What follows belongs to an exercise in optimizing a design on an open flow for small area, a short achievable clock period and few clock cycles; a production flow would make more cautious choices. The RTL was checked by simulation tests, not by an equivalence proof against the original design. Power is estimated from default activity; no workload was simulated.

==> design/flow/design.v <==
module crc_engine (
    input  wire [1:0]  poly,
    input  wire [31:0] c,
    input  wire [31:0] d,
    output reg  [31:0] crc1,
    output reg  [31:0] crc4
);
    wire [7:0] p0_1, p0_4;
    wire [15:0] p1_1, p1_4;
    wire [31:0] p2_1, p2_4;
    wire [31:0] p3_1, p3_4;
    wire x_15_7 = c[15] ^ d[7];
    wire x_15_15 = c[15] ^ d[15];
    wire x_12_4 = c[12] ^ d[4];
    wire x_27_27 = c[27] ^ d[27];
    wire x_4_12 = c[4] ^ d[12];
    wire x_2_2 = c[2] ^ d[2];
    wire x_2_10 = c[2] ^ d[10];
    wire x_26_26 = c[26] ^ d[26];
    wire x_13_13 = c[13] ^ d[13];
    wire x_3_3 = c[3] ^ d[3];
    wire x_12_12 = c[12] ^ d[12];
    wire x_11_3 = c[11] ^ d[3];
    wire x_6_14 = c[6] ^ d[14];
    wire x_25_25 = c[25] ^ d[25];
    wire x_11_11 = c[11] ^ d[11];
    wire x_5_5 = c[5] ^ d[5];
    wire x_29_29 = c[29] ^ d[29];
    wire x_0_0 = c[0] ^ d[0];
    wire x_16_16 = c[16] ^ d[16];
    wire x_30_30 = c[30] ^ d[30];
    wire x_1_1 = c[1] ^ d[1];
    wire x_17_17 = c[17] ^ d[17];
    wire x_5_13 = c[5] ^ d[13];
    wire x_1_9 = c[1] ^ d[9];
    wire x_0_8 = c[0] ^ d[8];
    wire x_10_10 = c[10] ^ d[10];
    wire x_14_14 = c[14] ^ d[14];
    wire x_7_15 = c[7] ^ d[15];
    wire x_9_9 = c[9] ^ d[9];
    wire x_13_5 = c[13] ^ d[5];
    wire x_22_22 = c[22] ^ d[22];
    wire x_23_23 = c[23] ^ d[23];
    wire x_6_6 = c[6] ^ d[6];
    wire x_3_11 = c[3] ^ d[11];
    wire x_18_18 = c[18] ^ d[18];
    wire x_31_31 = c[31] ^ d[31];
    wire x_21_21 = c[21] ^ d[21];
    wire x_7_7 = c[7] ^ d[7];
    wire x_10_2 = c[10] ^ d[2];
    wire x_20_20 = c[20] ^ d[20];
    wire x_9_1 = c[9] ^ d[1];
    wire x_14_6 = c[14] ^ d[6];
    wire x_19_19 = c[19] ^ d[19];
    wire x_8_8 = c[8] ^ d[8];
    wire x_4_4 = c[4] ^ d[4];
    wire x_24_24 = c[24] ^ d[24];
    wire x_8_0 = c[8] ^ d[0];
    wire x_28_28 = c[28] ^ d[28];
    assign p0_1[0] = ((x_0_0 ^ x_4_4) ^ (x_5_5 ^ x_6_6));
    assign p0_1[1] = ((x_1_1 ^ x_5_5) ^ (x_6_6 ^ x_7_7));
    assign p0_1[2] = ((x_4_4 ^ x_5_5) ^ (x_7_7 ^ (x_0_0 ^ x_2_2)));
    assign p0_1[3] = ((x_0_0 ^ x_1_1) ^ (x_3_3 ^ x_4_4));
    assign p0_1[4] = ((x_0_0 ^ x_1_1) ^ (x_2_2 ^ x_6_6));
    assign p0_1[5] = ((x_1_1 ^ x_2_2) ^ (x_3_3 ^ x_7_7));
    assign p0_1[6] = (x_4_4 ^ (x_2_2 ^ x_3_3));
    assign p0_1[7] = (x_5_5 ^ (x_3_3 ^ x_4_4));
    assign p0_4[0] = ((x_7_7 ^ ((d[23] ^ d[24]) ^ (d[28] ^ d[29]))) ^ ((x_1_1 ^ x_4_4) ^ (((d[30] ^ d[8]) ^ x_0_0) ^ (d[9] ^ (d[18] ^ d[21])))));
    assign p0_4[1] = ((((d[22] ^ d[25]) ^ (d[29] ^ d[30])) ^ ((d[31] ^ d[8]) ^ x_1_1)) ^ ((d[9] ^ (d[10] ^ d[19])) ^ (x_2_2 ^ x_5_5)));
    assign p0_4[2] = ((((x_0_0 ^ x_1_1) ^ (x_2_2 ^ x_3_3)) ^ (x_7_7 ^ ((d[10] ^ d[11]) ^ (d[16] ^ d[18])))) ^ ((x_4_4 ^ x_6_6) ^ (((d[20] ^ d[21]) ^ (d[24] ^ d[26])) ^ ((d[28] ^ d[29]) ^ (d[31] ^ d[8])))));
    assign p0_4[3] = ((x_5_5 ^ ((d[16] ^ d[17]) ^ (d[18] ^ d[19]))) ^ ((((d[22] ^ d[23]) ^ (d[24] ^ d[25])) ^ ((d[27] ^ d[28]) ^ x_0_0)) ^ ((d[8] ^ (d[11] ^ d[12])) ^ (x_2_2 ^ x_3_3))));
    assign p0_4[4] = ((x_7_7 ^ ((d[12] ^ d[13]) ^ (d[17] ^ d[19]))) ^ ((x_3_3 ^ x_6_6) ^ (((d[20] ^ d[21]) ^ (d[24] ^ d[25])) ^ ((d[26] ^ d[30]) ^ x_0_0))));
    assign p0_4[5] = ((((d[13] ^ d[14]) ^ (d[18] ^ d[20])) ^ ((d[21] ^ d[22]) ^ (d[25] ^ d[26]))) ^ (((d[27] ^ d[31]) ^ x_1_1) ^ (x_4_4 ^ x_7_7)));
    assign p0_4[6] = ((((d[21] ^ d[22]) ^ (d[23] ^ d[26])) ^ ((d[27] ^ d[28]) ^ x_2_2)) ^ (x_5_5 ^ ((d[14] ^ d[15]) ^ (d[16] ^ d[19]))));
    assign p0_4[7] = ((((d[20] ^ d[22]) ^ (d[23] ^ d[27])) ^ ((d[28] ^ d[29]) ^ x_0_0)) ^ ((d[8] ^ (d[15] ^ d[17])) ^ (x_3_3 ^ x_6_6)));
    assign p1_1[0] = (x_12_4 ^ x_8_0);
    assign p1_1[1] = (x_13_5 ^ x_9_1);
    assign p1_1[2] = (x_10_2 ^ x_14_6);
    assign p1_1[3] = (x_11_3 ^ x_15_7);
    assign p1_1[4] = x_12_4;
    assign p1_1[5] = (x_8_0 ^ (x_12_4 ^ x_13_5));
    assign p1_1[6] = (x_9_1 ^ (x_13_5 ^ x_14_6));
    assign p1_1[7] = (x_15_7 ^ (x_10_2 ^ x_14_6));
    assign p1_1[8] = (x_15_7 ^ (c[0] ^ x_11_3));
    assign p1_1[9] = (c[1] ^ x_12_4);
    assign p1_1[10] = (c[2] ^ x_13_5);
    assign p1_1[11] = (c[3] ^ x_14_6);
    assign p1_1[12] = ((c[4] ^ x_12_4) ^ (x_15_7 ^ x_8_0));
    assign p1_1[13] = (x_9_1 ^ (c[5] ^ x_13_5));
    assign p1_1[14] = (x_14_6 ^ (c[6] ^ x_10_2));
    assign p1_1[15] = (x_15_7 ^ (c[7] ^ x_11_3));
    assign p1_4[0] = ((x_6_14 ^ ((d[20] ^ d[24]) ^ x_10_2)) ^ ((x_3_11 ^ x_4_12) ^ ((d[28] ^ (d[16] ^ d[19])) ^ (x_11_3 ^ x_12_4))));
    assign p1_4[1] = ((x_7_15 ^ ((d[21] ^ d[25]) ^ x_11_3)) ^ ((x_4_12 ^ x_5_13) ^ ((d[29] ^ (d[17] ^ d[20])) ^ (x_12_4 ^ x_13_5))));
    assign p1_4[2] = ((x_8_0 ^ ((d[22] ^ d[26]) ^ x_12_4)) ^ ((x_5_13 ^ x_6_14) ^ ((d[30] ^ (d[18] ^ d[21])) ^ (x_13_5 ^ x_14_6))));
    assign p1_4[3] = ((x_9_1 ^ ((d[23] ^ d[27]) ^ x_13_5)) ^ ((x_6_14 ^ x_7_15) ^ ((d[31] ^ (d[19] ^ d[22])) ^ (x_14_6 ^ x_15_7))));
    assign p1_4[4] = ((((d[16] ^ d[20]) ^ (d[23] ^ d[28])) ^ (x_0_8 ^ x_10_2)) ^ ((x_14_6 ^ x_15_7) ^ (x_7_15 ^ x_8_0)));
    assign p1_4[5] = ((((x_0_8 ^ x_10_2) ^ (x_12_4 ^ x_15_7)) ^ ((x_1_9 ^ x_3_11) ^ (x_4_12 ^ x_6_14))) ^ ((x_8_0 ^ x_9_1) ^ (((d[16] ^ d[17]) ^ (d[19] ^ d[20])) ^ ((d[21] ^ d[24]) ^ (d[28] ^ d[29])))));
    assign p1_4[6] = ((((x_13_5 ^ x_1_9) ^ (x_2_10 ^ x_4_12)) ^ (x_9_1 ^ ((d[17] ^ d[18]) ^ (d[20] ^ d[21])))) ^ ((x_5_13 ^ x_7_15) ^ (((d[22] ^ d[25]) ^ (d[29] ^ d[30])) ^ (x_10_2 ^ x_11_3))));
    assign p1_4[7] = ((((x_12_4 ^ x_14_6) ^ (x_2_10 ^ x_3_11)) ^ (x_8_0 ^ ((d[18] ^ d[19]) ^ (d[21] ^ d[22])))) ^ ((x_5_13 ^ x_6_14) ^ (((d[23] ^ d[26]) ^ (d[30] ^ d[31])) ^ (x_10_2 ^ x_11_3))));
    assign p1_4[8] = ((((x_0_8 ^ x_11_3) ^ (x_12_4 ^ x_13_5)) ^ ((x_15_7 ^ x_3_11) ^ (x_4_12 ^ x_6_14))) ^ ((x_7_15 ^ x_9_1) ^ (((d[20] ^ d[22]) ^ (d[23] ^ d[27])) ^ (d[31] ^ (d[16] ^ d[19])))));
    assign p1_4[9] = ((((x_13_5 ^ x_14_6) ^ (x_1_9 ^ x_4_12)) ^ (x_8_0 ^ ((d[16] ^ d[17]) ^ (d[20] ^ d[21])))) ^ ((x_5_13 ^ x_7_15) ^ (((d[23] ^ d[28]) ^ x_0_8) ^ (x_10_2 ^ x_12_4))));
    assign p1_4[10] = ((((x_11_3 ^ x_13_5) ^ (x_14_6 ^ x_15_7)) ^ ((x_1_9 ^ x_2_10) ^ (x_5_13 ^ x_6_14))) ^ ((x_8_0 ^ x_9_1) ^ (((d[21] ^ d[22]) ^ x_0_8) ^ (d[29] ^ (d[17] ^ d[18])))));
    assign p1_4[11] = ((((x_15_7 ^ x_1_9) ^ (x_2_10 ^ x_3_11)) ^ (x_9_1 ^ ((d[22] ^ d[23]) ^ x_10_2))) ^ ((x_6_14 ^ x_7_15) ^ ((d[30] ^ (d[18] ^ d[19])) ^ (x_12_4 ^ x_14_6))));
    assign p1_4[12] = ((x_8_0 ^ ((d[24] ^ d[28]) ^ x_0_8)) ^ (((d[31] ^ (d[16] ^ d[23])) ^ (x_12_4 ^ x_13_5)) ^ ((x_15_7 ^ x_2_10) ^ (x_6_14 ^ x_7_15))));
    assign p1_4[13] = (((x_14_6 ^ x_1_9) ^ (x_3_11 ^ x_7_15)) ^ ((x_8_0 ^ x_9_1) ^ (((d[16] ^ d[17]) ^ (d[25] ^ d[29])) ^ (x_0_8 ^ x_13_5))));
    assign p1_4[14] = (((x_15_7 ^ x_1_9) ^ (x_2_10 ^ x_4_12)) ^ ((x_8_0 ^ x_9_1) ^ (((d[17] ^ d[18]) ^ (d[26] ^ d[30])) ^ (x_10_2 ^ x_14_6))));
    assign p1_4[15] = ((x_9_1 ^ ((d[18] ^ d[19]) ^ (d[27] ^ d[31]))) ^ ((x_3_11 ^ x_5_13) ^ ((x_10_2 ^ x_11_3) ^ (x_15_7 ^ x_2_10))));
    assign p2_1[0] = (c[8] ^ x_2_2);
    assign p2_1[1] = (x_3_3 ^ (c[9] ^ x_0_0));
    assign p2_1[2] = ((c[10] ^ x_0_0) ^ (x_1_1 ^ x_4_4));
    assign p2_1[3] = ((c[11] ^ x_1_1) ^ (x_2_2 ^ x_5_5));
    assign p2_1[4] = ((x_2_2 ^ x_3_3) ^ (x_6_6 ^ (c[12] ^ x_0_0)));
    assign p2_1[5] = ((x_3_3 ^ x_4_4) ^ (x_7_7 ^ (c[13] ^ x_1_1)));
    assign p2_1[6] = (x_5_5 ^ (c[14] ^ x_4_4));
    assign p2_1[7] = ((c[15] ^ x_0_0) ^ (x_5_5 ^ x_6_6));
    assign p2_1[8] = ((c[16] ^ x_1_1) ^ (x_6_6 ^ x_7_7));
    assign p2_1[9] = (c[17] ^ x_7_7);
    assign p2_1[10] = (c[18] ^ x_2_2);
    assign p2_1[11] = (c[19] ^ x_3_3);
    assign p2_1[12] = (x_4_4 ^ (c[20] ^ x_0_0));
    assign p2_1[13] = ((c[21] ^ x_0_0) ^ (x_1_1 ^ x_5_5));
    assign p2_1[14] = ((c[22] ^ x_1_1) ^ (x_2_2 ^ x_6_6));
    assign p2_1[15] = ((c[23] ^ x_2_2) ^ (x_3_3 ^ x_7_7));
    assign p2_1[16] = ((x_2_2 ^ x_3_3) ^ (x_4_4 ^ (c[24] ^ x_0_0)));
    assign p2_1[17] = ((x_4_4 ^ x_5_5) ^ ((c[25] ^ x_0_0) ^ (x_1_1 ^ x_3_3)));
    assign p2_1[18] = (((x_1_1 ^ x_2_2) ^ (x_4_4 ^ x_5_5)) ^ (x_6_6 ^ (c[26] ^ x_0_0)));
    assign p2_1[19] = (((x_2_2 ^ x_3_3) ^ (x_5_5 ^ x_6_6)) ^ (x_7_7 ^ (c[27] ^ x_1_1)));
    assign p2_1[20] = ((x_4_4 ^ x_6_6) ^ (x_7_7 ^ (c[28] ^ x_3_3)));
    assign p2_1[21] = ((x_4_4 ^ x_5_5) ^ (x_7_7 ^ (c[29] ^ x_2_2)));
    assign p2_1[22] = ((x_3_3 ^ x_5_5) ^ (x_6_6 ^ (c[30] ^ x_2_2)));
    assign p2_1[23] = ((x_4_4 ^ x_6_6) ^ (x_7_7 ^ (c[31] ^ x_3_3)));
    assign p2_1[24] = ((x_4_4 ^ x_5_5) ^ (x_7_7 ^ (x_0_0 ^ x_2_2)));
    assign p2_1[25] = ((x_5_5 ^ x_6_6) ^ ((x_0_0 ^ x_1_1) ^ (x_2_2 ^ x_3_3)));
    assign p2_1[26] = (((x_2_2 ^ x_3_3) ^ (x_4_4 ^ x_6_6)) ^ (x_7_7 ^ (x_0_0 ^ x_1_1)));
    assign p2_1[27] = ((x_4_4 ^ x_5_5) ^ (x_7_7 ^ (x_1_1 ^ x_3_3)));
    assign p2_1[28] = ((x_0_0 ^ x_4_4) ^ (x_5_5 ^ x_6_6));
    assign p2_1[29] = ((x_5_5 ^ x_6_6) ^ (x_7_7 ^ (x_0_0 ^ x_1_1)));
    assign p2_1[30] = ((x_0_0 ^ x_1_1) ^ (x_6_6 ^ x_7_7));
    assign p2_1[31] = (x_1_1 ^ x_7_7);
    assign p2_4[0] = ((((x_26_26 ^ x_2_2) ^ (x_3_3 ^ x_4_4)) ^ (x_8_8 ^ (x_0_0 ^ x_16_16))) ^ ((x_6_6 ^ x_7_7) ^ ((x_1_1 ^ x_20_20) ^ (x_22_22 ^ x_23_23))));
    assign p2_4[1] = ((((x_2_2 ^ x_3_3) ^ (x_4_4 ^ x_5_5)) ^ (x_9_9 ^ (x_17_17 ^ x_1_1))) ^ ((x_7_7 ^ x_8_8) ^ ((x_21_21 ^ x_23_23) ^ (x_24_24 ^ x_27_27))));
    assign p2_4[2] = ((((x_24_24 ^ x_25_25) ^ (x_28_28 ^ x_2_2)) ^ ((x_3_3 ^ x_4_4) ^ (x_5_5 ^ x_6_6))) ^ ((x_8_8 ^ x_9_9) ^ ((x_0_0 ^ x_10_10) ^ (x_18_18 ^ x_22_22))));
    assign p2_4[3] = ((((x_23_23 ^ x_25_25) ^ (x_26_26 ^ x_29_29)) ^ ((x_3_3 ^ x_4_4) ^ (x_5_5 ^ x_6_6))) ^ ((x_7_7 ^ x_9_9) ^ ((x_10_10 ^ x_11_11) ^ (x_19_19 ^ x_1_1))));
    assign p2_4[4] = ((((x_24_24 ^ x_26_26) ^ (x_27_27 ^ x_2_2)) ^ ((x_30_30 ^ x_4_4) ^ (x_5_5 ^ x_6_6))) ^ ((x_7_7 ^ x_8_8) ^ ((x_10_10 ^ x_11_11) ^ (x_12_12 ^ x_20_20))));
    assign p2_4[5] = ((((x_12_12 ^ x_13_13) ^ (x_21_21 ^ x_25_25)) ^ ((x_27_27 ^ x_28_28) ^ (x_31_31 ^ x_3_3))) ^ (((x_5_5 ^ x_6_6) ^ (x_7_7 ^ x_8_8)) ^ (x_9_9 ^ (x_0_0 ^ x_11_11))));
    assign p2_4[6] = ((((x_20_20 ^ x_23_23) ^ (x_28_28 ^ x_29_29)) ^ (x_9_9 ^ (x_0_0 ^ x_10_10))) ^ ((x_2_2 ^ x_3_3) ^ ((x_12_12 ^ x_13_13) ^ (x_14_14 ^ x_16_16))));
    assign p2_4[7] = ((((x_1_1 ^ x_21_21) ^ (x_24_24 ^ x_29_29)) ^ (x_4_4 ^ (x_10_10 ^ x_11_11))) ^ ((x_30_30 ^ x_3_3) ^ ((x_13_13 ^ x_14_14) ^ (x_15_15 ^ x_17_17))));
    assign p2_4[8] = ((((x_15_15 ^ x_16_16) ^ (x_18_18 ^ x_22_22)) ^ ((x_25_25 ^ x_2_2) ^ (x_30_30 ^ x_31_31))) ^ ((x_4_4 ^ x_5_5) ^ ((x_0_0 ^ x_11_11) ^ (x_12_12 ^ x_14_14))));
    assign p2_4[9] = ((((x_17_17 ^ x_19_19) ^ (x_20_20 ^ x_22_22)) ^ ((x_2_2 ^ x_31_31) ^ (x_4_4 ^ x_5_5))) ^ ((x_7_7 ^ x_8_8) ^ ((x_0_0 ^ x_12_12) ^ (x_13_13 ^ x_15_15))));
    assign p2_4[10] = (((x_4_4 ^ x_5_5) ^ (x_7_7 ^ x_9_9)) ^ (((x_0_0 ^ x_13_13) ^ (x_14_14 ^ x_18_18)) ^ ((x_21_21 ^ x_22_22) ^ (x_26_26 ^ x_2_2))));
    assign p2_4[11] = (((x_3_3 ^ x_5_5) ^ (x_6_6 ^ x_8_8)) ^ (((x_10_10 ^ x_14_14) ^ (x_15_15 ^ x_19_19)) ^ ((x_1_1 ^ x_22_22) ^ (x_23_23 ^ x_27_27))));
    assign p2_4[12] = (((x_4_4 ^ x_6_6) ^ (x_7_7 ^ x_9_9)) ^ (((x_11_11 ^ x_15_15) ^ (x_16_16 ^ x_20_20)) ^ ((x_23_23 ^ x_24_24) ^ (x_28_28 ^ x_2_2))));
    assign p2_4[13] = ((((x_24_24 ^ x_25_25) ^ (x_29_29 ^ x_3_3)) ^ (x_8_8 ^ (x_0_0 ^ x_10_10))) ^ ((x_5_5 ^ x_7_7) ^ ((x_12_12 ^ x_16_16) ^ (x_17_17 ^ x_21_21))));
    assign p2_4[14] = ((((x_18_18 ^ x_1_1) ^ (x_22_22 ^ x_25_25)) ^ ((x_26_26 ^ x_30_30) ^ (x_4_4 ^ x_6_6))) ^ ((x_8_8 ^ x_9_9) ^ ((x_0_0 ^ x_11_11) ^ (x_13_13 ^ x_17_17))));
    assign p2_4[15] = ((((x_19_19 ^ x_1_1) ^ (x_23_23 ^ x_26_26)) ^ ((x_27_27 ^ x_2_2) ^ (x_31_31 ^ x_5_5))) ^ ((x_7_7 ^ x_9_9) ^ ((x_10_10 ^ x_12_12) ^ (x_14_14 ^ x_18_18))));
    assign p2_4[16] = ((((x_13_13 ^ x_15_15) ^ (x_16_16 ^ x_19_19)) ^ ((x_1_1 ^ x_22_22) ^ (x_23_23 ^ x_24_24))) ^ (((x_26_26 ^ x_27_27) ^ (x_28_28 ^ x_4_4)) ^ (x_7_7 ^ (x_10_10 ^ x_11_11))));
    assign p2_4[17] = ((((x_14_14 ^ x_16_16) ^ (x_17_17 ^ x_20_20)) ^ ((x_23_23 ^ x_24_24) ^ (x_25_25 ^ x_27_27))) ^ (((x_28_28 ^ x_29_29) ^ (x_2_2 ^ x_5_5)) ^ (x_8_8 ^ (x_11_11 ^ x_12_12))));
    assign p2_4[18] = ((((x_0_0 ^ x_12_12) ^ (x_13_13 ^ x_15_15)) ^ ((x_17_17 ^ x_18_18) ^ (x_21_21 ^ x_24_24))) ^ (((x_25_25 ^ x_26_26) ^ (x_28_28 ^ x_29_29)) ^ ((x_30_30 ^ x_3_3) ^ (x_6_6 ^ x_9_9))));
    assign p2_4[19] = (((x_31_31 ^ x_4_4) ^ ((x_13_13 ^ x_14_14) ^ (x_16_16 ^ x_18_18))) ^ ((x_7_7 ^ (x_0_0 ^ x_10_10)) ^ (((x_19_19 ^ x_1_1) ^ (x_22_22 ^ x_25_25)) ^ ((x_26_26 ^ x_27_27) ^ (x_29_29 ^ x_30_30)))));
    assign p2_4[20] = (((x_5_5 ^ x_6_6) ^ ((x_14_14 ^ x_15_15) ^ (x_16_16 ^ x_17_17))) ^ ((x_7_7 ^ (x_0_0 ^ x_11_11)) ^ (((x_19_19 ^ x_22_22) ^ (x_27_27 ^ x_28_28)) ^ ((x_30_30 ^ x_31_31) ^ (x_3_3 ^ x_4_4)))));
    assign p2_4[21] = ((((x_26_26 ^ x_28_28) ^ (x_29_29 ^ x_2_2)) ^ (x_5_5 ^ (x_0_0 ^ x_12_12))) ^ ((x_31_31 ^ x_3_3) ^ ((x_15_15 ^ x_17_17) ^ (x_18_18 ^ x_22_22))));
    assign p2_4[22] = (((x_2_2 ^ x_30_30) ^ (x_7_7 ^ x_8_8)) ^ (((x_13_13 ^ x_18_18) ^ (x_19_19 ^ x_20_20)) ^ ((x_22_22 ^ x_26_26) ^ (x_27_27 ^ x_29_29))));
    assign p2_4[23] = ((((x_27_27 ^ x_28_28) ^ (x_30_30 ^ x_31_31)) ^ (x_9_9 ^ (x_0_0 ^ x_14_14))) ^ ((x_3_3 ^ x_8_8) ^ ((x_19_19 ^ x_20_20) ^ (x_21_21 ^ x_23_23))));
    assign p2_4[24] = ((((x_10_10 ^ x_15_15) ^ (x_16_16 ^ x_21_21)) ^ ((x_23_23 ^ x_24_24) ^ (x_26_26 ^ x_28_28))) ^ (((x_29_29 ^ x_2_2) ^ (x_31_31 ^ x_3_3)) ^ ((x_6_6 ^ x_7_7) ^ (x_8_8 ^ x_9_9))));
    assign p2_4[25] = ((((x_17_17 ^ x_1_1) ^ (x_20_20 ^ x_23_23)) ^ ((x_24_24 ^ x_25_25) ^ (x_26_26 ^ x_27_27))) ^ (((x_29_29 ^ x_2_2) ^ (x_30_30 ^ x_6_6)) ^ (x_9_9 ^ (x_10_10 ^ x_11_11))));
    assign p2_4[26] = ((((x_12_12 ^ x_18_18) ^ (x_21_21 ^ x_24_24)) ^ ((x_25_25 ^ x_26_26) ^ (x_27_27 ^ x_28_28))) ^ (((x_2_2 ^ x_30_30) ^ (x_31_31 ^ x_3_3)) ^ (x_7_7 ^ (x_10_10 ^ x_11_11))));
    assign p2_4[27] = (((x_31_31 ^ x_6_6) ^ ((x_12_12 ^ x_13_13) ^ (x_16_16 ^ x_19_19))) ^ ((x_7_7 ^ (x_0_0 ^ x_11_11)) ^ (((x_1_1 ^ x_20_20) ^ (x_23_23 ^ x_25_25)) ^ ((x_27_27 ^ x_28_28) ^ (x_29_29 ^ x_2_2)))));
    assign p2_4[28] = ((((x_13_13 ^ x_14_14) ^ (x_16_16 ^ x_17_17)) ^ ((x_21_21 ^ x_22_22) ^ (x_23_23 ^ x_24_24))) ^ (((x_28_28 ^ x_29_29) ^ (x_30_30 ^ x_4_4)) ^ (x_6_6 ^ (x_0_0 ^ x_12_12))));
    assign p2_4[29] = ((((x_0_0 ^ x_13_13) ^ (x_14_14 ^ x_15_15)) ^ ((x_17_17 ^ x_18_18) ^ (x_1_1 ^ x_22_22))) ^ (((x_23_23 ^ x_24_24) ^ (x_25_25 ^ x_29_29)) ^ ((x_30_30 ^ x_31_31) ^ (x_5_5 ^ x_7_7))));
    assign p2_4[30] = ((((x_24_24 ^ x_25_25) ^ (x_30_30 ^ x_31_31)) ^ (x_7_7 ^ (x_14_14 ^ x_15_15))) ^ ((x_3_3 ^ x_4_4) ^ ((x_18_18 ^ x_19_19) ^ (x_20_20 ^ x_22_22))));
    assign p2_4[31] = ((((x_25_25 ^ x_2_2) ^ (x_31_31 ^ x_3_3)) ^ (x_7_7 ^ (x_0_0 ^ x_15_15))) ^ ((x_5_5 ^ x_6_6) ^ ((x_19_19 ^ x_1_1) ^ (x_21_21 ^ x_22_22))));
    assign p3_1[0] = ((x_3_3 ^ x_4_4) ^ ((c[8] ^ x_0_0) ^ (x_1_1 ^ x_2_2)));
    assign p3_1[1] = (((x_1_1 ^ x_2_2) ^ (x_3_3 ^ x_4_4)) ^ (x_5_5 ^ (c[9] ^ x_0_0)));
    assign p3_1[2] = (((x_2_2 ^ x_3_3) ^ (x_4_4 ^ x_5_5)) ^ (x_6_6 ^ (c[10] ^ x_1_1)));
    assign p3_1[3] = (((x_3_3 ^ x_4_4) ^ (x_5_5 ^ x_6_6)) ^ (x_7_7 ^ (c[11] ^ x_2_2)));
    assign p3_1[4] = ((x_6_6 ^ x_7_7) ^ ((c[12] ^ x_1_1) ^ (x_2_2 ^ x_5_5)));
    assign p3_1[5] = ((x_4_4 ^ x_6_6) ^ (x_7_7 ^ (c[13] ^ x_1_1)));
    assign p3_1[6] = ((x_5_5 ^ x_7_7) ^ ((c[14] ^ x_1_1) ^ (x_3_3 ^ x_4_4)));
    assign p3_1[7] = ((x_3_3 ^ x_5_5) ^ (x_6_6 ^ (c[15] ^ x_1_1)));
    assign p3_1[8] = ((x_6_6 ^ x_7_7) ^ ((c[16] ^ x_0_0) ^ (x_2_2 ^ x_4_4)));
    assign p3_1[9] = ((x_5_5 ^ x_7_7) ^ ((c[17] ^ x_0_0) ^ (x_2_2 ^ x_4_4)));
    assign p3_1[10] = ((x_4_4 ^ x_5_5) ^ (x_6_6 ^ (c[18] ^ x_2_2)));
    assign p3_1[11] = ((x_5_5 ^ x_6_6) ^ (x_7_7 ^ (c[19] ^ x_3_3)));
    assign p3_1[12] = ((x_6_6 ^ x_7_7) ^ ((c[20] ^ x_1_1) ^ (x_2_2 ^ x_3_3)));
    assign p3_1[13] = (x_7_7 ^ (c[21] ^ x_1_1));
    assign p3_1[14] = ((c[22] ^ x_1_1) ^ (x_3_3 ^ x_4_4));
    assign p3_1[15] = ((x_2_2 ^ x_4_4) ^ (x_5_5 ^ (c[23] ^ x_0_0)));
    assign p3_1[16] = ((x_5_5 ^ x_6_6) ^ ((c[24] ^ x_0_0) ^ (x_1_1 ^ x_3_3)));
    assign p3_1[17] = (((x_1_1 ^ x_2_2) ^ (x_4_4 ^ x_6_6)) ^ (x_7_7 ^ (c[25] ^ x_0_0)));
    assign p3_1[18] = ((c[26] ^ x_4_4) ^ (x_5_5 ^ x_7_7));
    assign p3_1[19] = (((c[27] ^ x_0_0) ^ (x_1_1 ^ x_2_2)) ^ ((x_3_3 ^ x_4_4) ^ (x_5_5 ^ x_6_6)));
    assign p3_1[20] = (((c[28] ^ x_1_1) ^ (x_2_2 ^ x_3_3)) ^ ((x_4_4 ^ x_5_5) ^ (x_6_6 ^ x_7_7)));
    assign p3_1[21] = ((x_6_6 ^ x_7_7) ^ ((c[29] ^ x_0_0) ^ (x_1_1 ^ x_5_5)));
    assign p3_1[22] = ((x_6_6 ^ x_7_7) ^ ((c[30] ^ x_0_0) ^ (x_3_3 ^ x_4_4)));
    assign p3_1[23] = ((x_3_3 ^ x_5_5) ^ (x_7_7 ^ (c[31] ^ x_2_2)));
    assign p3_1[24] = (x_6_6 ^ (x_1_1 ^ x_2_2));
    assign p3_1[25] = ((x_0_0 ^ x_2_2) ^ (x_3_3 ^ x_7_7));
    assign p3_1[26] = x_2_2;
    assign p3_1[27] = x_3_3;
    assign p3_1[28] = (x_0_0 ^ x_4_4);
    assign p3_1[29] = (x_5_5 ^ (x_0_0 ^ x_1_1));
    assign p3_1[30] = ((x_0_0 ^ x_1_1) ^ (x_2_2 ^ x_6_6));
    assign p3_1[31] = ((x_2_2 ^ x_3_3) ^ (x_7_7 ^ (x_0_0 ^ x_1_1)));
    assign p3_4[0] = (((x_7_7 ^ x_9_9) ^ ((x_11_11 ^ x_14_14) ^ (x_15_15 ^ x_16_16))) ^ (((x_2_2 ^ x_4_4) ^ (x_5_5 ^ x_6_6)) ^ (((x_1_1 ^ x_20_20) ^ (x_23_23 ^ x_24_24)) ^ ((x_25_25 ^ x_26_26) ^ (x_27_27 ^ x_28_28)))));
    assign p3_4[1] = (((x_7_7 ^ x_8_8) ^ ((x_10_10 ^ x_12_12) ^ (x_15_15 ^ x_16_16))) ^ (((x_2_2 ^ x_3_3) ^ (x_5_5 ^ x_6_6)) ^ (((x_17_17 ^ x_21_21) ^ (x_24_24 ^ x_25_25)) ^ ((x_26_26 ^ x_27_27) ^ (x_28_28 ^ x_29_29)))));
    assign p3_4[2] = (((x_8_8 ^ x_9_9) ^ ((x_11_11 ^ x_13_13) ^ (x_16_16 ^ x_17_17))) ^ (((x_3_3 ^ x_4_4) ^ (x_6_6 ^ x_7_7)) ^ (((x_18_18 ^ x_22_22) ^ (x_25_25 ^ x_26_26)) ^ ((x_27_27 ^ x_28_28) ^ (x_29_29 ^ x_30_30)))));
    assign p3_4[3] = ((((x_28_28 ^ x_29_29) ^ (x_30_30 ^ x_31_31)) ^ ((x_4_4 ^ x_5_5) ^ (x_7_7 ^ x_8_8))) ^ ((x_9_9 ^ (x_0_0 ^ x_10_10)) ^ (((x_12_12 ^ x_14_14) ^ (x_17_17 ^ x_18_18)) ^ ((x_19_19 ^ x_23_23) ^ (x_26_26 ^ x_27_27)))));
    assign p3_4[4] = (((x_4_4 ^ x_7_7) ^ ((x_13_13 ^ x_14_14) ^ (x_16_16 ^ x_18_18))) ^ ((x_8_8 ^ (x_0_0 ^ x_10_10)) ^ (((x_19_19 ^ x_23_23) ^ (x_25_25 ^ x_26_26)) ^ ((x_29_29 ^ x_2_2) ^ (x_30_30 ^ x_31_31)))));
    assign p3_4[5] = ((((x_17_17 ^ x_19_19) ^ (x_23_23 ^ x_25_25)) ^ ((x_28_28 ^ x_2_2) ^ (x_30_30 ^ x_31_31))) ^ (((x_3_3 ^ x_4_4) ^ (x_6_6 ^ x_7_7)) ^ (x_8_8 ^ (x_0_0 ^ x_16_16))));
    assign p3_4[6] = ((((x_11_11 ^ x_14_14) ^ (x_15_15 ^ x_16_16)) ^ ((x_17_17 ^ x_18_18) ^ (x_23_23 ^ x_25_25))) ^ (((x_27_27 ^ x_28_28) ^ (x_29_29 ^ x_2_2)) ^ ((x_31_31 ^ x_3_3) ^ (x_6_6 ^ x_8_8))));
    assign p3_4[7] = (((x_5_5 ^ x_6_6) ^ ((x_0_0 ^ x_11_11) ^ (x_12_12 ^ x_14_14))) ^ (((x_29_29 ^ x_2_2) ^ (x_30_30 ^ x_3_3)) ^ (((x_17_17 ^ x_18_18) ^ (x_19_19 ^ x_1_1)) ^ ((x_20_20 ^ x_23_23) ^ (x_25_25 ^ x_27_27)))));
    assign p3_4[8] = (((x_6_6 ^ x_7_7) ^ ((x_12_12 ^ x_13_13) ^ (x_15_15 ^ x_18_18))) ^ (((x_30_30 ^ x_31_31) ^ (x_3_3 ^ x_4_4)) ^ (((x_19_19 ^ x_1_1) ^ (x_20_20 ^ x_21_21)) ^ ((x_24_24 ^ x_26_26) ^ (x_28_28 ^ x_2_2)))));
    assign p3_4[9] = (((x_8_8 ^ x_9_9) ^ ((x_0_0 ^ x_11_11) ^ (x_13_13 ^ x_15_15))) ^ (((x_29_29 ^ x_31_31) ^ (x_3_3 ^ x_6_6)) ^ (((x_19_19 ^ x_1_1) ^ (x_21_21 ^ x_22_22)) ^ ((x_23_23 ^ x_24_24) ^ (x_26_26 ^ x_28_28)))));
    assign p3_4[10] = ((x_6_6 ^ (x_10_10 ^ x_11_11)) ^ (((x_12_12 ^ x_15_15) ^ (x_22_22 ^ x_26_26)) ^ ((x_28_28 ^ x_29_29) ^ (x_30_30 ^ x_5_5))));
    assign p3_4[11] = (((x_30_30 ^ x_31_31) ^ (x_6_6 ^ x_7_7)) ^ (((x_0_0 ^ x_11_11) ^ (x_12_12 ^ x_13_13)) ^ ((x_16_16 ^ x_23_23) ^ (x_27_27 ^ x_29_29))));
    assign p3_4[12] = ((((x_27_27 ^ x_2_2) ^ (x_30_30 ^ x_31_31)) ^ ((x_4_4 ^ x_5_5) ^ (x_6_6 ^ x_8_8))) ^ ((x_9_9 ^ (x_11_11 ^ x_12_12)) ^ (((x_13_13 ^ x_15_15) ^ (x_16_16 ^ x_17_17)) ^ ((x_20_20 ^ x_23_23) ^ (x_25_25 ^ x_26_26)))));
    assign p3_4[13] = (((x_31_31 ^ x_3_3) ^ ((x_11_11 ^ x_12_12) ^ (x_13_13 ^ x_15_15))) ^ ((x_4_4 ^ (x_0_0 ^ x_10_10)) ^ (((x_17_17 ^ x_18_18) ^ (x_1_1 ^ x_20_20)) ^ ((x_21_21 ^ x_23_23) ^ (x_25_25 ^ x_2_2)))));
    assign p3_4[14] = ((((x_12_12 ^ x_13_13) ^ (x_15_15 ^ x_18_18)) ^ ((x_19_19 ^ x_20_20) ^ (x_21_21 ^ x_22_22))) ^ (((x_23_23 ^ x_25_25) ^ (x_27_27 ^ x_28_28)) ^ ((x_3_3 ^ x_6_6) ^ (x_7_7 ^ x_9_9))));
    assign p3_4[15] = (((x_4_4 ^ x_7_7) ^ ((x_13_13 ^ x_14_14) ^ (x_16_16 ^ x_19_19))) ^ ((x_8_8 ^ (x_0_0 ^ x_10_10)) ^ (((x_20_20 ^ x_21_21) ^ (x_22_22 ^ x_23_23)) ^ ((x_24_24 ^ x_26_26) ^ (x_28_28 ^ x_29_29)))));
    assign p3_4[16] = (((x_8_8 ^ x_9_9) ^ ((x_0_0 ^ x_11_11) ^ (x_14_14 ^ x_15_15))) ^ (((x_27_27 ^ x_29_29) ^ (x_30_30 ^ x_5_5)) ^ (((x_17_17 ^ x_1_1) ^ (x_20_20 ^ x_21_21)) ^ ((x_22_22 ^ x_23_23) ^ (x_24_24 ^ x_25_25)))));
    assign p3_4[17] = (((x_6_6 ^ x_9_9) ^ ((x_10_10 ^ x_12_12) ^ (x_15_15 ^ x_16_16))) ^ (((x_28_28 ^ x_2_2) ^ (x_30_30 ^ x_31_31)) ^ (((x_18_18 ^ x_1_1) ^ (x_21_21 ^ x_22_22)) ^ ((x_23_23 ^ x_24_24) ^ (x_25_25 ^ x_26_26)))));
    assign p3_4[18] = (((x_6_6 ^ x_9_9) ^ ((x_0_0 ^ x_10_10) ^ (x_13_13 ^ x_14_14))) ^ (((x_31_31 ^ x_3_3) ^ (x_4_4 ^ x_5_5)) ^ (((x_15_15 ^ x_17_17) ^ (x_19_19 ^ x_1_1)) ^ ((x_20_20 ^ x_22_22) ^ (x_28_28 ^ x_29_29)))));
    assign p3_4[19] = ((x_9_9 ^ (x_10_10 ^ x_18_18)) ^ (((x_21_21 ^ x_24_24) ^ (x_25_25 ^ x_26_26)) ^ ((x_27_27 ^ x_28_28) ^ (x_29_29 ^ x_30_30))));
    assign p3_4[20] = ((x_31_31 ^ (x_10_10 ^ x_11_11)) ^ (((x_19_19 ^ x_22_22) ^ (x_25_25 ^ x_26_26)) ^ ((x_27_27 ^ x_28_28) ^ (x_29_29 ^ x_30_30))));
    assign p3_4[21] = ((((x_12_12 ^ x_14_14) ^ (x_15_15 ^ x_16_16)) ^ ((x_1_1 ^ x_24_24) ^ (x_25_25 ^ x_29_29))) ^ (((x_2_2 ^ x_30_30) ^ (x_31_31 ^ x_4_4)) ^ ((x_5_5 ^ x_6_6) ^ (x_7_7 ^ x_9_9))));
    assign p3_4[22] = (((x_8_8 ^ x_9_9) ^ ((x_0_0 ^ x_10_10) ^ (x_11_11 ^ x_13_13))) ^ (((x_30_30 ^ x_31_31) ^ (x_3_3 ^ x_4_4)) ^ (((x_14_14 ^ x_17_17) ^ (x_1_1 ^ x_20_20)) ^ ((x_23_23 ^ x_24_24) ^ (x_27_27 ^ x_28_28)))));
    assign p3_4[23] = ((((x_23_23 ^ x_26_26) ^ (x_27_27 ^ x_29_29)) ^ (x_7_7 ^ (x_10_10 ^ x_12_12))) ^ ((x_31_31 ^ x_6_6) ^ ((x_16_16 ^ x_18_18) ^ (x_20_20 ^ x_21_21))));
    assign p3_4[24] = (((x_6_6 ^ x_8_8) ^ ((x_14_14 ^ x_15_15) ^ (x_16_16 ^ x_17_17))) ^ ((((x_19_19 ^ x_1_1) ^ (x_20_20 ^ x_21_21)) ^ ((x_22_22 ^ x_23_23) ^ (x_25_25 ^ x_26_26))) ^ (((x_2_2 ^ x_30_30) ^ (x_4_4 ^ x_5_5)) ^ (x_9_9 ^ (x_0_0 ^ x_13_13)))));
    assign p3_4[25] = (((x_6_6 ^ x_7_7) ^ ((x_15_15 ^ x_16_16) ^ (x_17_17 ^ x_18_18))) ^ ((((x_1_1 ^ x_20_20) ^ (x_21_21 ^ x_22_22)) ^ ((x_23_23 ^ x_24_24) ^ (x_26_26 ^ x_27_27))) ^ (((x_2_2 ^ x_31_31) ^ (x_3_3 ^ x_5_5)) ^ (x_9_9 ^ (x_10_10 ^ x_14_14)))));
    assign p3_4[26] = ((((x_14_14 ^ x_17_17) ^ (x_18_18 ^ x_19_19)) ^ ((x_1_1 ^ x_20_20) ^ (x_21_21 ^ x_22_22))) ^ (((x_26_26 ^ x_3_3) ^ (x_5_5 ^ x_8_8)) ^ (x_9_9 ^ (x_0_0 ^ x_10_10))));
    assign p3_4[27] = ((((x_0_0 ^ x_10_10) ^ (x_11_11 ^ x_15_15)) ^ ((x_18_18 ^ x_19_19) ^ (x_1_1 ^ x_20_20))) ^ (((x_21_21 ^ x_22_22) ^ (x_23_23 ^ x_27_27)) ^ ((x_2_2 ^ x_4_4) ^ (x_6_6 ^ x_9_9))));
    assign p3_4[28] = (((x_3_3 ^ x_5_5) ^ ((x_11_11 ^ x_12_12) ^ (x_16_16 ^ x_19_19))) ^ ((x_7_7 ^ (x_0_0 ^ x_10_10)) ^ (((x_1_1 ^ x_20_20) ^ (x_21_21 ^ x_22_22)) ^ ((x_23_23 ^ x_24_24) ^ (x_28_28 ^ x_2_2)))));
    assign p3_4[29] = (((x_4_4 ^ x_6_6) ^ ((x_13_13 ^ x_17_17) ^ (x_1_1 ^ x_20_20))) ^ ((x_8_8 ^ (x_11_11 ^ x_12_12)) ^ (((x_21_21 ^ x_22_22) ^ (x_23_23 ^ x_24_24)) ^ ((x_25_25 ^ x_29_29) ^ (x_2_2 ^ x_3_3)))));
    assign p3_4[30] = (((x_7_7 ^ x_9_9) ^ ((x_0_0 ^ x_12_12) ^ (x_13_13 ^ x_14_14))) ^ (((x_30_30 ^ x_3_3) ^ (x_4_4 ^ x_5_5)) ^ (((x_18_18 ^ x_21_21) ^ (x_22_22 ^ x_23_23)) ^ ((x_24_24 ^ x_25_25) ^ (x_26_26 ^ x_2_2)))));
    assign p3_4[31] = ((((x_25_25 ^ x_26_26) ^ (x_27_27 ^ x_31_31)) ^ ((x_3_3 ^ x_4_4) ^ (x_5_5 ^ x_6_6))) ^ ((x_8_8 ^ (x_0_0 ^ x_10_10)) ^ (((x_13_13 ^ x_14_14) ^ (x_15_15 ^ x_19_19)) ^ ((x_1_1 ^ x_22_22) ^ (x_23_23 ^ x_24_24)))));
    always @(*) begin
        case (poly)
            2'd0: begin crc1 = {24'd0, p0_1}; crc4 = {24'd0, p0_4}; end
            2'd1: begin crc1 = {16'd0, p1_1}; crc4 = {16'd0, p1_4}; end
            2'd2: begin crc1 = p2_1; crc4 = p2_4; end
            default: begin crc1 = p3_1; crc4 = p3_4; end
        endcase
    end
endmodule
module crc_unit (
    input  wire        clk,
    input  wire        rst,
    input  wire        fs,
    input  wire        req,
    input  wire        we,
    input  wire [7:0]  addr,
    input  wire [31:0] wdata,
    output wire        ready,
    output wire [31:0] rdata
);
    reg        wr;        
    reg        fsq;       
    reg [7:2]  aq;        
    reg [31:0] wd;        
    wire [5:0] widx   = aq[7:2];
    wire [2:0] blk    = aq[7:5];    
    wire [2:0] reg_id = aq[4:2];
    reg [3:0] ctl;        
    reg [3:0] mismatch;   
    reg [3:0] mm_sat;     
    reg       cfg_rej;    
    reg [5:0]  cfg     [0:3];
    reg [15:0] cfg2    [0:3];   
    reg [31:0] val     [0:3];   
    reg [31:0] res_raw [0:3];   
    reg [1:0]  res_poly[0:3];   
    reg [2:0]  cnt     [0:3];   
    reg [31:0] mm_cnt  [0:3];
    reg [3:0]  active, open;
    reg [3:0]  val_ok;          
    reg [3:0]  res_ok;          
    reg [3:0] s_ch;                   
    reg [3:0] s_cfg, s_cfg2, s_mm;    
    reg       s_ctl, s_stat;          
    reg [1:0]  poly_s;
    reg [31:0] val_s;
    integer k;
    always @(*) begin
        poly_s = 2'd0;
        val_s  = 32'd0;
        for (k = 0; k < 4; k = k + 1) begin
            poly_s = poly_s | ({2{s_ch[k]}} & cfg[k][1:0]);
            val_s  = val_s  | ({32{s_ch[k]}} & val[k]);
        end
    end
    wire [31:0] crc1, crc4;
    crc_engine u_eng (.poly(poly_s), .c(val_s), .d(wd), .crc1(crc1), .crc4(crc4));
    reg [31:0] init_s;
    always @(*) begin
        case (poly_s)
            2'd0:    init_s = 32'h000000FF;
            2'd1:    init_s = 32'h0000FFFF;
            default: init_s = 32'hFFFFFFFF;
        endcase
    end
    wire [31:0] val_new = !reg_id[2] ? wd : reg_id[1] ? init_s : reg_id[0] ? crc1 : crc4;
    wire [3:0] reject, mm_event, sat_event, end_pend;
    wire [3:0] val_ok_n, res_ok_n, end_pend_n;   
    wire [1:0] res_poly_n [0:3];
    wire [3:0] ctl_n = (wr && widx == 6'd0) ? wd[3:0] : ctl;
    wire [31:0] wd_r = rst ? 32'd0 : wd;    
    genvar c;
    generate
        for (c = 0; c < 4; c = c + 1) begin : chn
            wire [1:0] poly  = cfg[c][1:0];
            wire [2:0] snoop = cfg[c][4:2];
            wire       dir   = cfg[c][5];
            wire sel       = wr && (blk == c + 1);
            wire wr_cfg    = sel && reg_id == 3'd0;
            wire wr_cfg2   = sel && reg_id == 3'd1;
            wire wr_val    = sel && reg_id == 3'd2;
            wire wr_feed32 = sel && reg_id == 3'd4;
            wire wr_feed8  = sel && reg_id == 3'd5;
            wire wr_cmd    = sel && reg_id == 3'd6;
            reg [31:0] mask, residue;
            reg [2:0]  width;
            always @(*) begin
                case (poly)
                    2'd0:    begin mask = 32'h000000FF; residue = 32'h000000C4; width = 3'd1; end
                    2'd1:    begin mask = 32'h0000FFFF; residue = 32'h00000000; width = 3'd2; end
                    2'd2:    begin mask = 32'hFFFFFFFF; residue = 32'hDEBB20E3; width = 3'd4; end
                    default: begin mask = 32'hFFFFFFFF; residue = 32'hB798B438; width = 3'd4; end
                endcase
            end
            assign end_pend[c] = active[c] && !ctl[c] && open[c];
            wire act_a  = fsq ? ctl[c] : active[c];
            wire fs_end = fsq && end_pend[c];
            wire open_a = open[c] && !fs_end;
            wire sw      = act_a && (snoop == 3'd0);
            wire cmd_end = sw && wr_cmd && wd[1] && open_a;
            wire cmd_go  = sw && wr_cmd && wd[0];
            wire feed8   = sw && open_a && wr_feed8;
            wire feed32  = sw && open_a && wr_feed32;
            wire val_wok = !act_a || sw;
            wire val_we  = (wr_val && val_wok) || feed8 || feed32 || cmd_go;
            wire cfg_bad = act_a || (wd[4:2] > 3'd4) || (wd[4:2] == 3'd4 && wd[5]);
            assign reject[c] = (wr_cfg && cfg_bad) || (wr_cfg2 && act_a) || (wr_val && !val_wok);
            wire stream_end = fs_end || cmd_end;
            wire bad_check  = (cnt[c] < width) || ((val[c] & mask) != residue);
            reg [31:0] mm_p;
            reg [7:0]  mm_g, mm_gp;
            integer b;
            always @(*) begin
                for (b = 0; b < 8; b = b + 1)
                    mm_g[b] = &mm_cnt[c][4*b +: 4];
                mm_gp[0] = 1'b1;
                for (b = 1; b < 8; b = b + 1)
                    mm_gp[b] = mm_gp[b - 1] & mm_g[b - 1];
                for (b = 0; b < 32; b = b + 1)
                    mm_p[b] = mm_gp[b / 4] & &(mm_cnt[c][4*(b/4) +: 4] | (4'hF << (b % 4)));
            end
            wire mm_inc = mm_event[c] && !(mm_gp[7] && mm_g[7]);
            wire res_we     = stream_end && !dir;
            assign mm_event[c]  = stream_end && dir && bad_check;
            wire open_n = cmd_go || (open_a && !cmd_end);
            assign val_ok_n[c]   = !rst && (val_ok[c] || val_we);
            assign res_ok_n[c]   = !rst && (res_ok[c] || res_we);
            assign res_poly_n[c] = res_we ? poly : res_poly[c];
            assign end_pend_n[c] = !rst && act_a && !ctl_n[c] && open_n;
            assign sat_event[c] = mm_event[c] && (&mm_cnt[c][31:1]);
            always @(posedge clk) begin
                if (rst) begin
                    mm_cnt[c] <= 32'd0;
                    active[c] <= 1'b0;
                    open[c]   <= 1'b0;
                    val_ok[c] <= 1'b0;
                    res_ok[c] <= 1'b0;
                end else begin
                    active[c] <= act_a;
                    open[c]   <= open_n;
                    mm_cnt[c] <= mm_cnt[c] ^ ({32{mm_inc}} & mm_p);
                    if (val_we)
                        val_ok[c] <= 1'b1;
                    if (res_we)
                        res_ok[c] <= 1'b1;
                end
            end
            always @(posedge clk) begin
                if (rst || (wr_cfg && !cfg_bad))
                    cfg[c] <= wd_r[5:0];
                if (rst || (wr_cfg2 && !act_a))
                    cfg2[c] <= {wd_r[18:16], wd_r[14:8], wd_r[5:0]};
            end
            always @(posedge clk) begin
                if (res_we) begin
                    res_raw[c]  <= val[c];
                    res_poly[c] <= poly;
                end
                if (val_we)
                    val[c] <= val_new;
                if (feed8)
                    cnt[c] <= (cnt[c] >= 3'd3) ? 3'd4 : cnt[c] + 3'd1;
                if (feed32)
                    cnt[c] <= 3'd4;
                if (cmd_go)
                    cnt[c] <= 3'd0;
            end
        end
    endgenerate
    wire stat_wr = wr && widx == 6'd1;
    always @(posedge clk) begin
        if (rst) begin
            ctl      <= 4'd0;
            mismatch <= 4'd0;
            mm_sat   <= 4'd0;
            cfg_rej  <= 1'b0;
        end else begin
            if (wr && widx == 6'd0)
                ctl <= wd[3:0];
            if (stat_wr) begin
                mismatch <= (mismatch & ~wd[3:0]) | mm_event;
                mm_sat   <= (mm_sat & ~wd[7:4]) | sat_event;
                cfg_rej  <= (cfg_rej & ~wd[8]) | (|reject);
            end else begin
                mismatch <= mismatch | mm_event;
                mm_sat   <= mm_sat | sat_event;
                cfg_rej  <= cfg_rej | (|reject);
            end
        end
    end
    reg [3:0] s_rres;   
    reg       s_vok;    
    reg       s_inv_lo, s_keep_mid, s_inv_mid, s_hi;   
    reg [31:0] res_t, mm_t;
    reg [15:0] c2_t;
    reg [5:0]  cfg_t;
    always @(*) begin
        res_t = 32'd0; mm_t = 32'd0; c2_t = 16'd0; cfg_t = 6'd0;
        for (k = 0; k < 4; k = k + 1) begin
            res_t = res_t | ({32{s_rres[k]}} & res_raw[k]);
            mm_t  = mm_t  | ({32{s_mm[k]}} & mm_cnt[k]);
            c2_t  = c2_t  | ({16{s_cfg2[k]}} & cfg2[k]);
            cfg_t = cfg_t | ({6{s_cfg[k]}} & cfg[k]);
        end
    end
    wire [31:0] res_v = {(res_t[31:16] & {16{s_hi}}) ^ {16{s_hi}},
                         (res_t[15:8] & {8{s_keep_mid}}) ^ {8{s_inv_mid}},
                         res_t[7:0] ^ {8{s_inv_lo}}};
    wire [31:0] rval = ({32{s_vok}} & val_s)
                     | res_v
                     | mm_t
                     | {13'd0, c2_t[15:13], 1'b0, c2_t[12:6], 2'b00, c2_t[5:0]}
                     | {26'd0, cfg_t}
                     | ({32{s_ctl}} & {28'd0, ctl})
                     | ({32{s_stat}} & {23'd0, cfg_rej, mm_sat, mismatch});
    wire       a_ch   = addr[7:5] >= 3'd1 && addr[7:5] <= 3'd4;
    wire [1:0] a_c    = addr[6:5] - 2'd1;
    wire       a_rok  = a_ch && addr[4:2] == 3'd3 && res_ok_n[a_c];
    wire [1:0] a_rp   = res_poly_n[a_c];
    reg  rd_ok;
    always @(posedge clk) begin
        aq <= addr[7:2];
        wd <= wdata;
        s_ctl  <= addr[7:2] == 6'd0;
        s_stat <= addr[7:2] == 6'd1;
        s_vok  <= a_ch && addr[4:2] == 3'd2 && val_ok_n[a_c];
        for (k = 0; k < 4; k = k + 1) begin
            s_ch[k]   <= addr[7:5] == k + 1;
            s_cfg[k]  <= addr[7:5] == k + 1 && addr[4:2] == 3'd0;
            s_cfg2[k] <= addr[7:5] == k + 1 && addr[4:2] == 3'd1;
            s_rres[k] <= addr[7:5] == k + 1 && addr[4:2] == 3'd3 && res_ok_n[k];
            s_mm[k]   <= addr[7:5] == k + 1 && addr[4:2] == 3'd7;
        end
        s_inv_lo   <= a_rok && a_rp != 2'd1;
        s_keep_mid <= a_rok && a_rp != 2'd0;
        s_inv_mid  <= a_rok && a_rp[1];
        s_hi       <= a_rok && a_rp[1];
        if (rst) begin
            wr    <= 1'b0;
            fsq   <= 1'b0;
            rd_ok <= 1'b0;
        end else begin
            wr    <= req && we;
            fsq   <= fs;
            rd_ok <= req && !we && !rd_ok && !(fs && (|end_pend_n));
        end
    end
    assign ready = we || rd_ok;
    assign rdata = rval;
endmodule
==> design/flow/flow/run.sh <==
#!/bin/bash
set -o pipefail
export SETUP_SLACK_MARGIN=5.7
bash standard.sh > standard.log 2>&1
==> design/flow/standard.sh <==
#!/bin/bash
# synth_recipe.tcl (not shown) runs the flow's synth.tcl, then flattens the netlist and writes it again
# the make line also repeats each setting of config.mk as NAME=value (left out here)
make -C /OpenROAD-flow-scripts/flow DESIGN_CONFIG=/design/flow/config.mk WORK_HOME=/design/flow/orfs CLKGATE_MAP_FILE= SYNTH_SCRIPT=/design/flow/synth_recipe.tcl "${@:-finish}"
==> design/flow/config.mk <==
export PLATFORM = sky130hd
export DESIGN_NAME = crc_unit
export DESIGN_NICKNAME = crc_unit
export VERILOG_FILES = /design/flow/design.v
export SDC_FILE = /design/flow/constraint.sdc
export NUM_CORES = 4
export LEC_CHECK = 0
export CAP_MARGIN = 20
export CORE_MARGIN = 2
export CORE_UTILIZATION = 40
export SLEW_MARGIN = 20
==> design/flow/constraint.sdc <==
create_clock -name core_clock -period 10.0 [get_ports {clk}]
set_input_delay 2.0000 -clock core_clock [delete_from_list [all_inputs] [get_ports {clk}]]
set_output_delay 2.0000 -clock core_clock [all_outputs]
set_load 0.01 [all_outputs]
==> results_dict.tcl <==
set metrics [dict create \
    min_period_ns 4.440 \
    synthArstFlopShare 0 \
    endpoint_kind "output pin" \
    rrSetupSlack_ns 5.67 \
    drt-total-wl_um 124400 \
    syn-num-nets 3198 \
    yosys.area_share.xor_xnor 0.2676 \
    yosys.cell_types.count 88 \
    cts_num_sinks 588 \
    die_h_um 295.8 \
    cp.required_ns 8.00 \
    syn_area_per_cell_um2 10.89 \
    dieArea_um2 87520 \
    slew_violations 0 \
    gp_congestion 0.9810 \
    drt-initial-drc-count 3159 \
    synth-simple-area-share 0.1211 \
    dp_hpwl_um 87120 \
    hold_class "reg -> reg" \
    drc 0 \
    cp_max_fo 2 \
    power.total_w 0.008223 \
    cp_slowest_cell "or2_4" \
    fin_crit_sh 0.4440 \
    hold_violations 0 \
    synth_seq_cells 588 \
    yosys.area_share.adder 0.009769 \
    wl_per_cell_um 27.93 \
    nNetsFinal 3324 \
    path_clk_slew_ns 0.06 \
    first_pass_iters 6 \
    tightest_slew_ns 1.155 \
    slowest_delay_ns 0.23 \
    ys_seq_area_frac 0.4466 \
    grt_pass1_wl_um 175800 \
    cp_cell_sequence "buf_6 > or2_4 > buf_6" \
    synth_compound_area_frac 0.1200 \
    cts.root.buffer_cell "clkbuf_16" \
    ir_drop_mv 0.1919 \
    synth_flop_cell "edfxtp_1" \
    setup_viol 0 \
    port_buffers 75 \
    h-tree-depth 3 \
    synth-edff-count 344 \
    synth_cells 3128 \
    drive_above_1_share 0.1602 \
    synth_mux_area_frac 0.008557 \
    rows 107 \
    total_leakage_power_nw 13.82 \
    clk_latency_ns 0.62 \
    area_growth_pct 18.19 \
    die_w_um 295.8 \
    viasPerCell 5.821 \
    synth_area_um2 34070 \
    arrival_ns 2.44 \
    ant_nets 0 \
    clk_path_buf_depth 3 \
    setup_tns_ns 0 \
    worst_hold_slack_ns 0.4573 \
    cts_tree "built" \
    grt_max_degree 109 \
    cts_buffers 67 \
    cap_violations 0 \
    track_usage 0.2782 \
    start_util 0.4020 \
    core-area_um2 84750 \
    relSlewSlack 0.2293 \
    vias 25926 \
    synth_top_family_by_area "XOR/XNOR gates" \
    outcome "no timing/DRC/antenna violations" \
    power_density_nw_per_um2 204.2 \
    grt.overflow.total 0 \
    yosysWarningCount 9 \
    io_pins 78 \
    crit_type "in -> out" \
    antenna_found_initial 1 \
    rsz0062_at_grt "true" \
    fmax_mhz 225.2 \
    grt_pass1_vias 24621 \
    crit_top_cell "buf_6" \
    finClkSkew_ns 0.02502 \
    start_kind "primary input" \
]
-- path summary, 6_finish.rpt --
path,cells after the start,from,endpoint
max reg2reg,11,val[0][3],val[3][2]
min reg2reg,2,val_ok[3],val_ok[3]
max,3,we,ready
min,2,val_ok[3],val_ok[3]
-- cell usage after synthesis, types with 22 or more instances --
cell      number  area [µm²]
nand3_1       95       475.5
xnor2_2       31       504.2
nor2b_1       35       219.0
a21oi_1      107       535.5
a22oi_1      150        1126
xnor2_1      507        4441
dfxtp_1      244        4885
nand2_1      190       713.2
ha_1          25       312.8
o22ai_1       27       168.9
edfxtp_1     344       10330
a221oi_1      37       324.1
xor2_1       246        2155
xor2_4        22       605.6
a22o_1        40       350.3
xnor3_1       39       878.3
inv_1         36       135.1
clkbuf_1     112       420.4
nand4_1       49       306.5
nor3_1        43       215.2
o21ai_0       60       300.3
nor2_1       265       994.7
-- repair_timing --
action,in CTS,in global routing
resized for setup,224,129
hold buffers,0,0
buffers inserted,19,46
pin swaps,49,62
cloned,6,4
endpoints found under the setup margin,93,81
-- cells by family after synthesis --
logic type | Yosys count
simple gates | 843
mux | 27
compound gates | 574
fa+ha+maj | 27
xor+xnor | 872
flops | 588
buf+inv | 197
-- area by class of cell --
class | instances | area [µm²]
fillers | 7705 | 44480
multi-input cells | 2343 | 18970
flip-flops and latches | 588 | 15260
repair buffers | 218 | 2218
clock buffers | 91 | 1881
well taps | 1144 | 1431
clock inverters | 33 | 367.9
inverters | 36 | 135.1
diodes | 1 | 2.502
-- per-layer routing --
metal	GRT usage	wire [µm]	vias to the layer above
li1	-	-	11528
met1	0.3623	49320	12693
met2	0.4429	57270	1393
met3	0.06018	11630	312
met4	0.1268	6200	0
met5	0	0	-
-- power breakdown --
| part | internal (W) | switching (W) | total (W) |
|---|---|---|---|
| Clock | 0.00145 | 0.00105 | 0.00249 |
| Sequential | 0.00261 | 0.0000393 | 0.00265 |
| Combinational | 0.00135 | 0.00173 | 0.00308 |
| Total | 0.00540 | 0.00282 | 0.00822 |
-- state kept, by name (all words and copies together), names as in the netlist, 6 cells and up --
name,cells
res_poly,8
val,128
res_raw,128
aq,6
cfg,24
wd,32
cnt,12
cfg2,64
mm_cnt,128
-- stage by stage --
step | utilization | instance area [µm²] | setup WS [ns] | cells
final | 0.4751 | 40260 | 5.560 | 4454
after global routing | 0.4751 | 40260 | 5.548 | 4453
after CTS | 0.4642 | 39340 | 5.487 | 4403
after detailed placement | 0.4259 | 36090 | 4.840 | 4254
after global placement | 0.4258 | 36090 | 4.844 | 4254
after floorplan | - | 34070 | 5.756 | 3128
-- placed cells by master (no fill, tap or decap), types with 16 or more instances in the layout --
| cell | count |
|---|---|
| nand3b_1 | 16 |
| or3_1 | 19 |
| nand2b_1 | 21 |
| edfxtp_1 | 344 |
| a22o_1 | 37 |
| and4_1 | 16 |
| buf_12 | 20 |
| a222oi_1 | 21 |
| a22oi_1 | 129 |
| xnor2_1 | 501 |
| xor2_2 | 18 |
| a22oi_2 | 24 |
| nand3_1 | 80 |
| clkbuf_16 | 74 |
| buf_4 | 111 |
| xor2_1 | 242 |
| clkbuf_1 | 16 |
| ha_1 | 25 |
| buf_6 | 16 |
| clkdlybuf4s50_1 | 40 |
| a31oi_1 | 21 |
| dfxtp_1 | 232 |
| nand2_2 | 38 |
| inv_1 | 36 |
| nand2_1 | 168 |
| o21ai_0 | 52 |
| nor2_1 | 262 |
| xnor3_1 | 38 |
| nor2b_1 | 35 |
| xor2_4 | 26 |
| nor3_1 | 42 |
| xnor2_2 | 35 |
| o22ai_1 | 27 |
| nand4_1 | 49 |
| a21oi_1 | 95 |
| mux2i_1 | 19 |
-- worst max-delay path, delay by kind of cell --
kind / cells / cell delay (ns)
buffers and inverters: 2 / 0.21
and+or+nand+nor: 1 / 0.23
Testbench counts, summed over its fixed seeds: cycles 57,215.

afterwards: timing with drivers on the ports:
How much do the figures lean on ideal ports? The routed layout below was timed once more, with nothing changed but the port constraints. Step 1 sets driving cells, clkbuf_16 on the clock port and buf_2 on the other inputs (assumed; they add their load-dependent delay and slew). Step 2 times the ports against the registers' clock, not the clock port: input delays grow and output delays shrink by t, the midpoint of the rising clock arrivals with the driver on. Slacks: ideal ports / drivers / drivers and shift; pairs: ideal ports / drivers.
t (ns): 0.669
setup WS [ns]: 5.560 / 5.523 / 5.527
cell pins on the clock port's net: 1
After both steps setup and hold are still met in this run. The setup slack of this run moves by -0.037 ns with the drivers and by -0.033 ns with both steps.
